Context: an optimization exercise on an open-source flow, tuned for small area, a short achievable clock period and few clock cycles. The choices shown serve that exercise and are no tape-out recipe.
The RTL was checked by simulation tests, not by an equivalence proof against the original design.
Power figures rest on the tool's default switching activity, not on a simulated workload.

==> flow/design.v, too long to show whole: its modules and the start of the top module <==
// module loop_sample_unit: 578 lines
// module lsu_mac: 1371 lines
// module lsu_add24: 67 lines
// module lsu_add32: 91 lines
// module lsu_add33: 92 lines
// module lsu_add66: 189 lines
module loop_sample_unit (
    input  wire        clk,
    input  wire        rst,
    input  wire        start,
    input  wire        first,
    input  wire        restart,
    input  wire [31:0] pv_raw,
    input  wire [31:0] target,
    output wire        ready,
    output reg         done,
    output reg  [31:0] out_val,
    output reg         limited,
    output reg  [4:0]  sat_cnt,
    output reg         mem_re,
    output reg  [6:0]  mem_raddr,
    input  wire [31:0] mem_rdata,
    output reg         mem_we,
    output reg  [6:0]  mem_waddr,
    output reg  [31:0] mem_wdata
);
  // ...
==> flow/flow/run.sh <==
#!/bin/bash
# Layout flow: the standard synthesis (with ABC's area script) and layout
# (standard.sh), with timing repair aimed below the design's period (a setup
# margin; the constraints and the period are the standard flow's own) and port buffers that
# drive their pins quickly. Each step's full output goes to a log file of its
# own in the work folder.
set -euo pipefail
bash standard.sh ABC_AREA=1 synth > synth.log 2>&1
bash standard.sh SETUP_SLACK_MARGIN=18.6 \
    "BUFFER_PORTS_ARGS=-buffer_cell sky130_fd_sc_hd__buf_2" \
    finish > layout.log 2>&1
==> flow/standard.sh <==
#!/bin/bash
# synth_recipe.tcl (not shown) runs the flow's synth.tcl, then flattens the netlist and writes it again
# the make line also repeats each setting of config.mk as NAME=value (left out here)
make -C /OpenROAD-flow-scripts/flow DESIGN_CONFIG=/design/flow/config.mk WORK_HOME=/design/flow/orfs CLKGATE_MAP_FILE= SYNTH_SCRIPT=/design/flow/synth_recipe.tcl "${@:-finish}"
==> flow/config.mk <==
export PLATFORM = sky130hd
export DESIGN_NAME = loop_sample_unit
export DESIGN_NICKNAME = loop_sample_unit
export VERILOG_FILES = /design/flow/design.v
export SDC_FILE = /design/flow/constraint.sdc
export NUM_CORES = 8
export LEC_CHECK = 0
export CAP_MARGIN = 20
export CORE_MARGIN = 2
export CORE_UTILIZATION = 40
export PLACE_DENSITY = 0.6
export SLEW_MARGIN = 20
==> flow/constraint.sdc <==
create_clock -name core_clock -period 25.0 [get_ports {clk}]
set_input_delay 5.0000 -clock core_clock [delete_from_list [all_inputs] [get_ports {clk}]]
set_output_delay 5.0000 -clock core_clock [all_outputs]
set_load 0.01 [all_outputs]
==> impl_metrics.py, run 1 <==
metrics = {
    "clock_network": {
        "htreeDepth": 3,
        "numCtsBuffers": 103,
        "cts_resized": 32,
        "root_buffer": "clkbuf_16",
        "insertion_delay_ns": 0.83,
    },
    "layout": {
        "final_cell_mix": "1517 x inv_1, 1332 x nand2_1, 702 x fa_1",
        "seq_share_pct": 22.9,
        "multi_input_area_share_pct": 58.0,
        "fin_area_sq_um": 88500,
        "register_area_sq_um": 20300,
        "final_nets": 11100,
        "dominant-cell-class": "multi-input gates",
        "reg_top3": "cs_c (66), cs_s (66), diff_q (35)",
        "n_all_buffers": 548,
        "antenna_cells": 88,
        "final-clk-cell-share_pct": 4.10,
        "syn_to_final_growth_pct": 11.5,
    },
    "grt": {
        "met1_usage_pct": 63.6,
        "grt_pass1_wl_um": 681000,
    },
    "logic_synthesis": {
        "syn_area_sq_um": 79400,
        "synth_fa_ha_area_share_pct": 25.7,
        "yosys.area.top_type": "fa_1",
        "synth-seq-area-share_pct": 25.5,
        "synth_area_per_cell_sq_um": 8.20,
    },
    "floorplanning": {
        "rows": 163,
        "taps": 2640,
        "io_pins": 189,
        "die_area_sq_um": 202000,
        "die_h_um": 450,
    },
    "worst_hold_path": {
        "hold_path_class": "register to register",
    },
    "sta": {
        "finalCriticalPeriod_ns": 6.64,
    },
    "setup_path": {
        "r2r-end": "xc[25]",
        "r2r-start": "diff_q[16]",
        "slowest_delay_ns": 0.90,
        "crit_chain": "inv_1 -> ha_1 -> nand2_1 -> nor4_2 -> nand2_1 -> nand2_1 -> nand2_1 -> nand3_1 -> nand2_1 -> nand2_2 -> buf_4 -> nand2_1 -> inv_1 -> nand2_1 -> nand2_1 -> nand2_1",
        "worst_path_most_repeated_cell": "nand2_1",
        "rrSetupSlack_ns": 18.36,
        "arrival_ns": 7.07,
    },
    "power": {
        "power_per_cell_area_nw_per_um2": 146,
        "ir_drop_mv": 0.200,
        "swShare_pct": 55.1,
    },
    "detailed_routing": {
        "wl_um": 514000,
        "viasPerCell": 6.54,
        "antenna_left": 0,
    },
    "run_status": {
        "status": "no timing/DRC/antenna violations",
    },
}
Testbench counts, summed over its fixed seeds: cycles 13,377.
==> inputs of run 2 (changes only) <==
==> flow/flow/run.sh (replaced) <==
#!/bin/bash
# Layout flow: the standard synthesis and layout (standard.sh) on a denser
# core, with timing repair aimed below the design's period (a setup margin; the
# constraints and the period are the standard flow's own) and port buffers that drive their
# pins quickly. Each step's full output goes to a log file of its own in the
# work folder.
set -euo pipefail
bash standard.sh synth > synth.log 2>&1
bash standard.sh SETUP_SLACK_MARGIN=18.6 \
    "BUFFER_PORTS_ARGS=-buffer_cell sky130_fd_sc_hd__buf_2" \
    CORE_UTILIZATION=50 \
    finish > layout.log 2>&1
==> run 2 against run 1 <==
Against the previous run: largest cell class unchanged; critical endpoint is now mem_wdata[17]; combinational power up 14%; highest routed layer unchanged; via count down 8.3%; synthesized area about the same; cell count down 14%; final area down 1.2%; critical path type is now register to output pin; sequential power up 2%; first-iteration DRC count down 9.7%.
==> impl_metrics.py, run 2 <==
metrics = {
    "floorplanning": {
        "die_h_um": 402,
        "rows": 146,
        "die_w_um": 402,
        "core_sq_um": 158000,
        "io_pins": 189,
        "start_util_pct": 50.2,
        "die_area_sq_um": 162000,
    },
    "setup_path": {
        "worstPathRequired_ns": 20.00,
        "arrival_ns": 1.41,
        "crit_path_start_kind": "register",
        "critical_path.top_delay_family": "flip-flops",
        "cp.buffers_inverters": 1,
        "path_class": "register to output pin",
        "slowest_delay_ns": 0.46,
        "cp_max_fo": 1,
        "crit_chain": "buf_2",
        "crit_path_end_kind": "output pin",
        "crit_path_top_delay_cell": "dfxtp_2",
    },
    "layout": {
        "nFillCells": 14300,
        "syn_to_final_growth_pct": 10.1,
        "final_nets": 9890,
        "layout-drive-gt1-share_pct": 11.4,
        "final_common_cell": "inv_1",
        "reg_top3": "cs_c (66), cs_s (66), diff_q (35)",
        "final_cell_mix": "1059 x inv_1, 695 x fa_1, 562 x a22oi_1",
    },
    "logic_synthesis": {
        "synthTopCellsByArea": "fa_1 18%, edfxtp_1 15%, dfxtp_1 11%, ha_1 8.1%, xnor2_1 5.5%",
        "synth-seq-area-share_pct": 25.5,
        "yosysTopAreaCellShare_pct": 17.7,
        "ys_ff_latch": 819,
        "async_reset_ff_share_pct": 0,
        "ys_warn_count": 1,
        "syn_area_sq_um": 79400,
        "dominantRegCellSynth": "dfxtp_1",
        "synth_area_per_cell_sq_um": 9.24,
        "syn_nets": 9910,
        "yosys.area.top_type": "fa_1",
        "synth_cells": 8596,
        "synth_cell_types": 88,
        "yosysMostFrequentCell": "inv_1",
        "synth_edf_count": 385,
        "ys_top_cells_by_count": "1061 x inv_1, 702 x fa_1, 563 x a22oi_1",
    },
    "detailed_routing": {
        "vias": 75500,
        "wl_um": 430000,
        "first_pass_iters": 13,
        "drc": 0,
        "drtIter0Drc": 12900,
        "viasPerCell": 7.00,
        "wl_per_cell_um": 39.9,
        "antenna_left": 0,
    },
    "grt": {
        "grt_max_degree": 149,
        "grt_pass1_wl_um": 583000,
        "grt_pass1_vias": 72200,
        "grt_usage_pct": 52.0,
        "antenna_found_initial": 80,
        "grt.overflow.total": 0,
    },
    "clock_network": {
        "clkSinkCount": 819,
        "path_clk_slew_ns": 0.07,
        "htreeDepth": 3,
        "numCtsBuffers": 93,
        "insertion_delay_ns": 0.77,
        "root_buffer": "clkbuf_16",
        "cts_tree": "built",
        "clk_path_buf_depth": 3,
    },
    "placement": {
        "numPortBuffers": 188,
        "place_congestion": 1.15,
        "dpl.hpwl_um": 313000,
    },
    "sta": {
        "worstMarginPinSlew_ns": 1.33,
        "finalSetupViolCount": 0,
        "rsz0062_at_grt": "yes",
        "clock-skew-final_ns": 0.0432,
        "slew_headroom_pct": 11.7,
        "period_share_pct": 25.7,
        "finalCriticalPeriod_ns": 6.41,
        "finalHoldViolCount": 0,
        "slew_violations": 0,
        "fin_setup_tns_ns": 0,
        "fmaxAchievable_mhz": 156,
    },
    "run_status": {
        "status": "no timing/DRC/antenna violations",
    },
    "worst_hold_path": {
        "hold_path_class": "register to register",
    },
    "power": {
        "total_power_w": 0.0141,
        "leakagePower_nw": 37.6,
        "power_per_cell_area_nw_per_um2": 161,
        "ir_drop_mv": 0.303,
    },
    "flow_run": {
        "drv_cap": 0,
    },
}
[run 2: worst paths after layout]
check | slack, ns | end | cells after the start | startpoint
worst max-delay path | 18.59 | mem_wdata[17] | 1 | mem_wdata[17]
worst min-delay path | 0.32 | m2ord[0] | 0 | ord0[0]
worst max register to register | 18.61 | pv_q[2] | 23 | cs_c[0]
worst min register to register | 0.32 | m2ord[0] | 0 | ord0[0]
[run 2: metrics by stage]
step / cell area (sq um) / util, % / hold slack [ns] / setup slack [ns] / std cells
finish: 87400 / 55.3 / 0.320 / 18.59 / 10800
global placement: 83000 / 52.6 / 0.310 / 17.13 / 10500
detailed placement: 83000 / 52.6 / 0.312 / 17.08 / 10500
global route: 87300 / 55.3 / 0.332 / 18.54 / 10700
CTS: 86800 / 54.9 / 0.323 / 18.60 / 10700
floorplan: 79400 / - / 0.310 / 18.85 / 8596
[run 2: kinds of logic after synthesis]
group / Yosys count / synth area share, %
xor gates and xnor gates: 783 / 8.65
muxes: 299 / 3.89
buffers and inverters: 1711 / 8.14
and+or+nand+nor: 1526 / 8.94
DFF: 819 / 25.5
adders and majority gates: 1216 / 25.8
AOI/OAI and AO/OA: 2242 / 19.1
[run 2: layout make-up]
cell class	count	area, sq um	area share (%)
tap	2072	2590	2.97
multi-input combinational	6069	53500	61.2
inverter	1069	4010	4.59
clock buffer	119	2610	2.99
timing repair buffer	524	3640	4.16
clock inverter	57	603	0.690
antenna	54	135	0.155
sequential	819	20300	23.3
[run 2: layer usage]
| layer | wire length [um] | vias up | GRT usage (%) |
|---|---|---|---|
| li1 | - | 29700 | - |
| met1 | 149000 | 37000 | 61.5 |
| met2 | 172000 | 6732 | 72.0 |
| met3 | 64600 | 2027 | 24.4 |
| met4 | 43400 | 71 | 40.5 |
| met5 | 1080 | - | 3.30 |
[run 2: report_power, final]
group	total, W	switching (W)	internal [W]
Combinational	0.0106	0.00660	0.00397
Clock	0.00148	0.000661	0.000815
Sequential	0.00201	0.000199	0.00181
[run 2: what timing repair did]
action	in CTS	in global routing
setup endpoints to repair	149	108
hold buffers	0	0
cloned	4	0
hold endpoints to repair	0	0
setup buffers	7	13
pin swaps	5	14
gates resized for setup	78	68
==> inputs of run 3 (changes only) <==
==> flow/flow/run.sh (replaced) <==
#!/bin/bash
# Layout flow: the standard synthesis and layout (standard.sh) with
# timing-driven global placement, timing repair aimed below the design's period
# (a setup margin; the constraints and the period are the standard flow's own) and port
# buffers that drive their pins quickly. Each step's full output goes to a log
# file of its own in the work folder.
set -euo pipefail
bash standard.sh synth > synth.log 2>&1
bash standard.sh SETUP_SLACK_MARGIN=18.6 \
    "BUFFER_PORTS_ARGS=-buffer_cell sky130_fd_sc_hd__buf_2" \
    GPL_TIMING_DRIVEN=1 \
    finish > layout.log 2>&1
==> run 3 against run 2 <==
Against the previous run: core utilization shrank 11 points; synthesized area is the same; flip-flop and latch count is the same; power grew 2.4%; die area grew 25%; worst hold slack gained 0.0053 ns; register-to-register slack lost 0.02 ns; critical path type unchanged; largest power group unchanged; highest routed layer unchanged.
==> impl_metrics.py, run 3 <==
metrics = {
    "sta": {
        "slew_headroom_pct": 13.1,
        "fmaxAchievable_mhz": 156,
        "rsz0062_at_grt": "yes",
        "fin_setup_tns_ns": 0,
        "slew_violations": 0,
        "worstMarginPinSlew_ns": 1.30,
        "clock-skew-final_ns": 0.0453,
        "period_share_pct": 25.7,
        "finalCriticalPeriod_ns": 6.42,
        "finalHoldViolCount": 0,
        "finalSetupViolCount": 0,
    },
    "grt": {
        "grt_usage_pct": 38.7,
        "grt_pass1_vias": 70800,
        "grt_max_degree": 167,
        "antenna_found_initial": 58,
        "grt.overflow.total": 0,
        "grt_pass1_wl_um": 558000,
    },
    "power": {
        "ir_drop_mv": 0.377,
        "total_power_w": 0.0144,
        "leakagePower_nw": 37.7,
        "power_per_cell_area_nw_per_um2": 163,
    },
    "setup_path": {
        "startpoint": "mem_wdata[4]",
        "path_class": "register to output pin",
        "worstPathRequired_ns": 20.00,
        "setup.worst_path.end": "mem_wdata[4]",
        "crit_chain": "buf_6",
        "r2r-end": "diff_q[8]",
        "cp.depth": 1,
        "crit_path_end_kind": "output pin",
        "crit_path_start_kind": "register",
        "arrival_ns": 1.42,
        "cp.buffers_inverters": 1,
        "reg2regPathDepth": 24,
        "crit_path_top_delay_cell": "dfxtp_4",
        "rrSetupSlack_ns": 18.59,
        "r2r-start": "cs_c[0]",
        "slowest_delay_ns": 0.49,
        "cp_max_fo": 2,
        "critical_path.top_delay_family": "flip-flops",
    },
    "layout": {
        "final_common_cell": "inv_1",
        "layout-drive-gt1-share_pct": 11.4,
        "reg_top3": "cs_c (66), cs_s (66), diff_q (35)",
        "fin_area_sq_um": 88200,
        "final_cell_mix": "1059 x inv_1, 691 x fa_1, 563 x a22oi_1",
        "nFillCells": 19100,
        "fin_util_pct": 44.7,
        "syn_to_final_growth_pct": 11.1,
        "register_area_sq_um": 20400,
        "final_nets": 9879,
        "multiInputGateArea_sq_um": 53500,
    },
    "detailed_routing": {
        "drtIter0Drc": 11000,
        "drc": 0,
        "first_pass_iters": 9,
        "vias": 73400,
        "wl_um": 402000,
        "viasPerCell": 6.49,
        "wl_per_cell_um": 35.5,
        "antenna_left": 0,
    },
    "flow_run": {
        "drv_cap": 0,
    },
    "logic_synthesis": {
        "syn_area_sq_um": 79400,
        "synth_area_per_cell_sq_um": 9.24,
        "async_reset_ff_share_pct": 0,
        "ys_ff_latch": 819,
        "ys_warn_count": 1,
        "synth_cell_types": 88,
        "yosysMostFrequentCell": "inv_1",
        "yosys.area.top_type": "fa_1",
        "synth-seq-area-share_pct": 25.5,
        "dominantRegCellSynth": "dfxtp_1",
        "yosysTopAreaCellShare_pct": 17.7,
        "synth_cells": 8596,
        "synth_edf_count": 385,
        "synthTopCellsByArea": "fa_1 18%, edfxtp_1 15%, dfxtp_1 11%, ha_1 8.1%, xnor2_1 5.5%",
        "syn_nets": 9910,
        "ys_top_cells_by_count": "1061 x inv_1, 702 x fa_1, 563 x a22oi_1",
    },
    "floorplanning": {
        "core_sq_um": 197000,
        "rows": 163,
        "die_area_sq_um": 202000,
        "die_w_um": 450,
        "start_util_pct": 40.3,
        "die_h_um": 450,
        "io_pins": 189,
    },
    "clock_network": {
        "htreeDepth": 3,
        "cts_hold_buf": 0,
        "root_buffer": "clkbuf_16",
        "numCtsBuffers": 98,
        "clk_path_buf_depth": 3,
        "insertion_delay_ns": 0.79,
        "clkSinkCount": 819,
        "path_clk_slew_ns": 0.07,
        "cts_tree": "built",
    },
    "placement": {
        "place_congestion": 1.09,
        "dpl.hpwl_um": 301000,
        "numPortBuffers": 188,
        "place_area_sq_um": 83800,
    },
    "run_status": {
        "status": "no timing/DRC/antenna violations",
    },
    "worst_hold_path": {
        "hold_path_class": "register to register",
    },
}
[run 3: cell types whose count changed in the layout (fill, tap and decap cells not counted), sizes merged]
cell / previous run / this run
clkinv: 34 / 32
diode: 54 / 33
inv: 1081 / 1072
nand3: 64 / 62
buf: 522 / 509
clkbuf: 120 / 139
o21ai: 449 / 448
[run 3: per-layer routing]
metal	part of all wire [%]	up-vias	global-route usage, %
met3	13	1530	13.3
met5	0.16	-	0.758
met4	8.5	42	26.2
met1	36	36600	47.9
li1	-	29600	-
met2	42	5684	56.7
[run 3: cell families after synthesis]
kind of cell               after synthesis  synth area share [%]
muxes                                  299                  3.89
xor gates and xnor gates               783                  8.65
buffers and inverters                 1711                  8.14
AOI/OAI and AO/OA                     2242                  19.1
and+or+nand+nor                       1526                  8.94
adders and majority gates             1216                  25.8
DFF                                    819                  25.5
[run 3: worst min path at each step]
stage,to,depth (start not counted),start,slack (ns)
6_report,sec1[0],0,rsec[0],0.33
5_1_grt,sec1[0],0,rsec[0],0.32
4_1_cts,ord1[1],0,rord[1],0.33
3_3_place_gp,yord[3],0,m2ord[3],0.31
2_1_floorplan,m2ord[0],0,ord0[0],0.31
3_5_place_dp,ord1[3],0,rord[3],0.31
[run 3: final cells by class]
| class | instances | share of cell area [%] |
|---|---|---|
| Antenna cell | 33 | 0.0937 |
| Inverter | 1069 | 4.56 |
| Multi-Input combinational cell | 6066 | 60.6 |
| Tap cell | 2640 | 3.75 |
| Clock inverter | 46 | 0.575 |
| Clock buffer | 138 | 3.18 |
| Sequential cell | 819 | 23.1 |
| Timing Repair Buffer | 511 | 4.06 |
[run 3: power breakdown]
part | internal [W] | total (W) | switching [W]
clock | 0.000853 | 0.00153 | 0.000676
sequential | 0.00181 | 0.00199 | 0.000176
combinational | 0.00398 | 0.0109 | 0.00691
total | 0.00664 | 0.0144 | 0.00776
[run 3: stage by stage]
step,setup slack [ns],hold WS [ns],instances
final,18.58,0.325,11300
after global routing,18.57,0.324,11300
after CTS,18.57,0.325,11300
after detailed placement,16.89,0.312,11100
after global placement,16.99,0.311,11100
after floorplan,18.85,0.310,8596
[run 3: what timing repair did]
item,in CTS,in global routing
setup endpoints to repair,152,115
hold endpoints to repair,0,0
setup buffers,10,10
gates resized for setup,128,59
gates cloned,1,0
pin swaps,6,14
==> inputs of run 4 (changes only) <==
==> flow/flow/run.sh (replaced) <==
#!/bin/bash
# Layout flow: the standard synthesis and layout (standard.sh), with timing
# repair aimed below the design's period (a setup margin; the constraints and
# the period are the standard flow's own) and port buffers that drive their pins quickly.
# Each step's full output goes to a log file of its own in the work folder.
set -euo pipefail
bash standard.sh synth > synth.log 2>&1
bash standard.sh SETUP_SLACK_MARGIN=18.6 \
    "BUFFER_PORTS_ARGS=-buffer_cell sky130_fd_sc_hd__buf_2" \
    finish > layout.log 2>&1
==> run 4 against run 3 <==
Against the previous run: still clean on timing, DRC and antenna; final area unchanged; clock-buffer cell count did not move; first-iteration DRC count is the same; worst setup slack unchanged; maximum frequency unchanged; global-route usage unchanged; synthesized cell count unchanged; sequential power barely moved; power unchanged; core utilization unchanged; combinational power hardly changed; clock power about the same; critical endpoint unchanged; largest cell class unchanged.
==> impl_metrics.py, run 4 <==
metrics = {
    "grt": {
        "grt_usage_pct": 38.7,
        "antenna_found_initial": 58,
        "grt.overflow.total": 0,
        "grt_max_degree": 167,
        "grt_pass1_vias": 70800,
        "grt_pass1_wl_um": 558000,
    },
    "logic_synthesis": {
        "yosysMostFrequentCell": "inv_1",
        "synth-seq-area-share_pct": 25.5,
        "ys_warn_count": 1,
        "yosys.area.top_type": "fa_1",
        "synth_cells": 8596,
        "synth_edf_count": 385,
        "ys_top_cells_by_count": "1061 x inv_1, 702 x fa_1, 563 x a22oi_1",
        "ys_ff_latch": 819,
        "synthTopCellsByArea": "fa_1 18%, edfxtp_1 15%, dfxtp_1 11%, ha_1 8.1%, xnor2_1 5.5%",
        "synth_area_per_cell_sq_um": 9.24,
        "synth_cell_types": 88,
        "syn_nets": 9910,
        "yosysTopAreaCellShare_pct": 17.7,
        "async_reset_ff_share_pct": 0,
        "dominantRegCellSynth": "dfxtp_1",
        "syn_area_sq_um": 79400,
    },
    "detailed_routing": {
        "drtIter0Drc": 11000,
        "vias": 73400,
        "first_pass_iters": 9,
        "wl_um": 402000,
        "wl_per_cell_um": 35.5,
        "viasPerCell": 6.49,
        "drc": 0,
        "antenna_left": 0,
    },
    "setup_path": {
        "crit_path_end_kind": "output pin",
        "crit_path_top_delay_cell": "dfxtp_4",
        "cp.buffers_inverters": 1,
        "slowest_delay_ns": 0.49,
        "critical_path.top_delay_family": "flip-flops",
        "worstPathRequired_ns": 20.00,
        "crit_path_start_kind": "register",
        "arrival_ns": 1.42,
        "path_class": "register to output pin",
        "cp_max_fo": 2,
        "crit_chain": "buf_6",
    },
    "floorplanning": {
        "rows": 163,
        "die_h_um": 450,
        "io_pins": 189,
        "die_area_sq_um": 202000,
        "core_sq_um": 197000,
        "start_util_pct": 40.3,
        "die_w_um": 450,
    },
    "layout": {
        "fin_util_pct": 44.7,
        "layout-drive-gt1-share_pct": 11.4,
        "final_common_cell": "inv_1",
        "syn_to_final_growth_pct": 11.1,
        "nFillCells": 19100,
        "reg_top3": "cs_c (66), cs_s (66), diff_q (35)",
        "final_cell_mix": "1059 x inv_1, 691 x fa_1, 563 x a22oi_1",
        "final_nets": 9879,
    },
    "sta": {
        "fin_setup_tns_ns": 0,
        "worstMarginPinSlew_ns": 1.30,
        "slew_headroom_pct": 13.1,
        "period_share_pct": 25.7,
        "fmaxAchievable_mhz": 156,
        "finalCriticalPeriod_ns": 6.42,
        "finalHoldViolCount": 0,
        "finalSetupViolCount": 0,
        "clock-skew-final_ns": 0.0453,
        "slew_violations": 0,
        "rsz0062_at_grt": "yes",
    },
    "power": {
        "comb_power_share_pct": 75.6,
        "power_per_cell_area_nw_per_um2": 163,
        "seqPwrFrac_pct": 13.8,
        "leakagePower_nw": 37.7,
        "swShare_pct": 53.9,
        "clock_power_share_pct": 10.6,
        "p_sw_w": 0.00776,
        "intPower_w": 0.00664,
        "ir_drop_mv": 0.377,
    },
    "clock_network": {
        "insertion_delay_ns": 0.79,
        "clkSinkCount": 819,
        "cts_tree": "built",
        "clk_path_buf_depth": 3,
        "numCtsBuffers": 98,
        "path_clk_slew_ns": 0.07,
        "htreeDepth": 3,
        "root_buffer": "clkbuf_16",
    },
    "worst_hold_path": {
        "hold_path_class": "register to register",
    },
    "flow_run": {
        "drv_cap": 0,
    },
    "run_status": {
        "status": "no timing/DRC/antenna violations",
    },
    "placement": {
        "place_congestion": 1.09,
        "numPortBuffers": 188,
        "dpl.hpwl_um": 301000,
    },
}
run 4: cell counts after synthesis:
Identical to the previous run, type by type.
run 4: path summary, 6_finish.rpt:
kind                     start           end  slack [ns]  cells past startpoint
hold reg to reg        rsec[0]       sec1[0]        0.33                      0
setup reg to reg       cs_c[0]     diff_q[8]       18.59                     24
hold / removal         rsec[0]       sec1[0]        0.33                      0
setup / recovery  mem_wdata[4]  mem_wdata[4]       18.58                      1
run 4: final cells by class:
type,instances,area [sq um],share of cell area [%]
well taps,2640,3300,3.75
clock buffers,138,2810,3.18
multi-input cells,6066,53500,60.6
inverters,1069,4020,4.56
clock inverters,46,507,0.575
repair buffers,511,3580,4.06
flip-flops and latches,819,20400,23.1
diodes,33,82.6,0.0937
run 4: cell families (layout without fill, tap and decap cells):
group / Yosys count / after routing / share of synthesized area [%]
AOI/OAI and AO/OA: 2242 / 2242 / 19.1
buffers and inverters: 1711 / 1764 / 8.14
DFF: 819 / 819 / 25.5
xor gates and xnor gates: 783 / 783 / 8.65
other: 0 / 33 / 0
muxes: 299 / 299 / 3.89
adders and majority gates: 1216 / 1216 / 25.8
and+or+nand+nor: 1526 / 1526 / 8.94
run 4: metrics by stage:
step / setup WS, ns / std cells / hold slack, ns / total power (W) / instance area, sq um
global route: 18.57 / 11300 / 0.324 / 0.0155 / 88100
detailed placement: 16.89 / 11100 / 0.312 / 0.0125 / 83800
global placement: 16.99 / 11100 / 0.311 / 0.0123 / 83800
CTS: 18.57 / 11300 / 0.325 / 0.0141 / 87600
finish: 18.58 / 11300 / 0.325 / 0.0144 / 88200
floorplan: 18.85 / 8596 / 0.310 / 0.00818 / 79400
run 4: power groups by stage:
| stage | clock network, W | registers (W) | logic (W) |
|---|---|---|---|
| finish | 0.00153 | 0.00199 | 0.0109 |
| global route | 0.00158 | 0.00199 | 0.0119 |
| CTS | 0.00153 | 0.00198 | 0.0106 |
| detailed placement | 0 | 0.00200 | 0.0105 |
| global placement | 0 | 0.00200 | 0.0103 |
| floorplan | 0 | 0.00193 | 0.00625 |
run 4: what timing repair did:
item,in CTS,in global routing
endpoints found under the setup margin,152,115
resized for setup,128,59
pin swaps,6,14
buffers inserted,10,10
cloned,1,0
hold buffers,0,0
run 4: routing by layer:
metal	part of all wire (%)	wire length, um	track usage (%)
met1	36	146000	47.9
met3	13	51800	13.3
met5	0.16	642	0.758
met2	42	169000	56.7
met4	8.5	34300	26.2
==> inputs of run 5 (changes only) <==
==> flow/flow/run.sh (replaced) <==
#!/bin/bash
# Layout flow: the standard synthesis and layout (standard.sh), with timing
# repair aimed below the design's period (a setup margin; the constraints and
# the period are the standard flow's own), port buffers that drive their pins quickly, and
# clock-tree sink clustering set explicitly (30 sinks within 60 um, one level).
# Each step's full output goes to a log file of its own in the work folder.
set -euo pipefail
bash standard.sh synth > synth.log 2>&1
bash standard.sh SETUP_SLACK_MARGIN=18.6 \
    "BUFFER_PORTS_ARGS=-buffer_cell sky130_fd_sc_hd__buf_2" \
    "CTS_ARGS=-sink_clustering_enable -repair_clock_nets -sink_clustering_size 30 -sink_clustering_max_diameter 60 -sink_clustering_levels 1" \
    finish > layout.log 2>&1
==> run 5 against run 4 <==
Against the previous run: wire length about the same; largest cell class unchanged; still clean; largest power group unchanged; clock power increased by 3%; die area unchanged; first-iteration DRC count decreased by 1.1%; critical path depth increased by 3; critical endpoint is now bone[11]; worst setup slack got worse by 0.077 ns; cell count about the same; via count increased by 0.13%; worst hold slack got worse by 0.0031 ns.
==> impl_metrics.py, run 5 <==
metrics = {
    "run_status": {
        "status": "no timing/DRC/antenna violations",
    },
    "placement": {
        "numPortBuffers": 188,
        "place_area_sq_um": 83800,
        "place_congestion": 1.09,
        "dpl.hpwl_um": 301000,
        "place_ws_ns": 16.89,
    },
    "layout": {
        "layout-drive-gt1-share_pct": 11.5,
        "fin_area_sq_um": 88400,
        "final_cell_mix": "1059 x inv_1, 691 x fa_1, 563 x a22oi_1",
        "reg_top3": "cs_c (66), cs_s (66), diff_q (35)",
        "syn_to_final_growth_pct": 11.3,
        "nFillCells": 19000,
        "final_nets": 9874,
        "final_common_cell": "inv_1",
    },
    "logic_synthesis": {
        "ys_ff_latch": 819,
        "synth_edf_count": 385,
        "dominantRegCellSynth": "dfxtp_1",
        "syn_area_sq_um": 79400,
        "yosysMostFrequentCell": "inv_1",
        "ys_warn_count": 1,
        "syn_nets": 9910,
        "synth_cell_types": 88,
        "yosys.area.top_type": "fa_1",
        "ys_top_cells_by_count": "1061 x inv_1, 702 x fa_1, 563 x a22oi_1",
        "synth-seq-area-share_pct": 25.5,
        "yosysTopAreaCellShare_pct": 17.7,
        "synthTopCellsByArea": "fa_1 18%, edfxtp_1 15%, dfxtp_1 11%, ha_1 8.1%, xnor2_1 5.5%",
        "synth_area_per_cell_sq_um": 9.24,
        "synth_cells": 8596,
        "async_reset_ff_share_pct": 0,
    },
    "clock_network": {
        "clk_path_buf_depth": 3,
        "insertion_delay_ns": 0.78,
        "clkSinkCount": 819,
        "path_clk_slew_ns": 0.10,
        "numCtsBuffers": 92,
        "htreeDepth": 3,
        "cts_hold_buf": 0,
        "cts_tree": "built",
        "root_buffer": "clkbuf_16",
    },
    "power": {
        "leakagePower_nw": 37.7,
        "ir_drop_mv": 0.381,
        "power_per_cell_area_nw_per_um2": 163,
    },
    "floorplanning": {
        "io_pins": 189,
        "start_util_pct": 40.3,
        "core_sq_um": 197000,
        "die_h_um": 450,
        "die_area_sq_um": 202000,
        "rows": 163,
        "die_w_um": 450,
    },
    "sta": {
        "period_share_pct": 26.0,
        "finalSetupViolCount": 0,
        "fmaxAchievable_mhz": 154,
        "worstMarginPinSlew_ns": 1.33,
        "final.setup.worst_slack_ns": 18.50,
        "slew_violations": 0,
        "fin_setup_tns_ns": 0,
        "clock-skew-final_ns": 0.0661,
        "rsz0062_at_grt": "yes",
        "slew_headroom_pct": 11.0,
        "finalCriticalPeriod_ns": 6.50,
        "finalHoldViolCount": 0,
    },
    "worst_hold_path": {
        "hold_path_depth": 0,
        "hold_path_class": "register to register",
    },
    "detailed_routing": {
        "vias": 73500,
        "antenna_left": 0,
        "drc": 0,
        "viasPerCell": 6.49,
        "wl_per_cell_um": 35.5,
        "wl_um": 402000,
        "first_pass_iters": 7,
        "drtIter0Drc": 10900,
    },
    "grt": {
        "antenna_found_initial": 56,
        "grt_usage_pct": 38.6,
        "grt.overflow.total": 0,
        "grt_pass1_vias": 70700,
        "grt_max_degree": 167,
        "grt_pass1_wl_um": 556000,
    },
    "setup_path": {
        "worstPathRequired_ns": 25.39,
        "path_class": "input pin to register",
        "crit_path_end_kind": "register",
        "crit_path_start_kind": "input pin",
        "cp_max_fo": 6,
        "arrival_ns": 6.89,
        "reg2regPathDepth": 24,
    },
    "flow_run": {
        "drv_cap": 0,
    },
}
-- run 5: cell types whose count changed in the layout (fill, tap and decap cells not counted), moves of 3 or more --
cell | before | now
diode_2 | 33 | 51
clkbuf_1 | 23 | 7
clkinv_2 | 18 | 2
inv_6 | 3 | 13
clkbuf_8 | 14 | 6
inv_12 | 0 | 7
inv_8 | 2 | 9
clkinv_8 | 4 | 10
clkbuf_16 | 101 | 98
clkinv_1 | 6 | 3
inv_16 | 1 | 4
-- run 5: path summary, 6_finish.rpt --
path / startpoint / to / slack (ns)
min: rord[1] / ord1[1] / 0.32
max: pv_raw[21] / bone[11] / 18.50
min reg2reg: rord[1] / ord1[1] / 0.32
max reg2reg: cs_c[0] / diff_q[8] / 18.65
-- run 5: layer usage --
| metal | track usage, % | vias up | part of all wire (%) |
|---|---|---|---|
| met1 | 47.6 | 36600 | 36 |
| li1 | - | 29700 | - |
| met3 | 13.4 | 1531 | 13 |
| met4 | 26.5 | 36 | 8.3 |
| met5 | 0.426 | - | 0.11 |
| met2 | 56.6 | 5729 | 42 |
-- run 5: logic make-up after synthesis --
group | Yosys count | synth area share, %
compound gates | 2242 | 19.1
buf+inv | 1711 | 8.14
simple gates | 1526 | 8.94
fa+ha+maj | 1216 | 25.8
flops | 819 | 25.5
xor+xnor | 783 | 8.65
mux | 299 | 3.89
-- run 5: critical path, stage by stage --
cell     delay (ns)
buf_2          0.11
a221o_1        0.34
nor2_1         0.54
xor2_1         0.89
-- run 5: through the flow --
step           utilization (%)  power, W  instances  hold WS, ns
5_1_grt                   44.7    0.0155      11300        0.329
6_report                  44.8    0.0144      11300        0.322
2_1_floorplan                -   0.00818       8596        0.310
4_1_cts                   44.5    0.0141      11300        0.318
3_5_place_dp              42.5    0.0125      11100        0.312
3_3_place_gp              42.5    0.0123      11100        0.311
-- run 5: what timing repair did --
item | CTS | global route
gates resized for setup | 121 | 70
endpoints found under the setup margin | 152 | 118
gates cloned | 1 | 0
buffers inserted | 10 | 12
pin swaps | 6 | 16
-- run 5: cell type report --
class | instances | area, sq um | area share (%)
antenna | 51 | 128 | 0.144
clock inverter | 62 | 872 | 0.987
clock buffer | 111 | 2560 | 2.90
timing repair buffer | 512 | 3580 | 4.05
inverter | 1069 | 4020 | 4.55
sequential | 819 | 20400 | 23.1
multi-input combinational | 6066 | 53500 | 60.5
tap | 2640 | 3300 | 3.74
-- run 5: report_power, final --
part           switching (W)  internal, W  leakage (nW)
clock network       0.000743     0.000823          1.66
registers           0.000175      0.00181          7.21
logic                0.00690      0.00397          28.8

## port drivers added, routing unchanged
No port has a modelled driver above. Below, the same layouts with a new extraction and two added sets of constraints. Step 1 assumes that a clkbuf_16 drives the clock port and a buf_2 every other input. Step 2 times the ports against the registers' clock, not the clock port: input delays grow and output delays shrink by t, the midpoint of the rising clock arrivals with the driver on. Slacks: ideal ports / drivers / drivers and shift; pairs: ideal ports / drivers.
| run | t (ns) | setup WS [ns] | worst setup path at the end | slew at the worst register clock pin (ns) |
|---|---|---|---|---|
| run 1 | 0.890 | 18.357 / 18.357 / 18.357 | register to register | 0.07 / 0.07 |
| run 2 | 0.854 | 18.585 / 18.483 / 17.876 | input to register | 0.07 / 0.07 |
| run 3 | 0.863 | 18.581 / 18.489 / 17.857 | input to register | 0.07 / 0.07 |
| run 4 | 0.863 | 18.581 / 18.489 / 17.857 | input to register | 0.07 / 0.07 |
| run 5 | 0.857 | 18.505 / 18.469 / 17.734 | input to register | 0.10 / 0.10 |
After both steps every run listed still meets setup and hold. The setup slack of run 5, which loses most, moves by -0.036 ns with the drivers and by -0.771 ns with both steps.
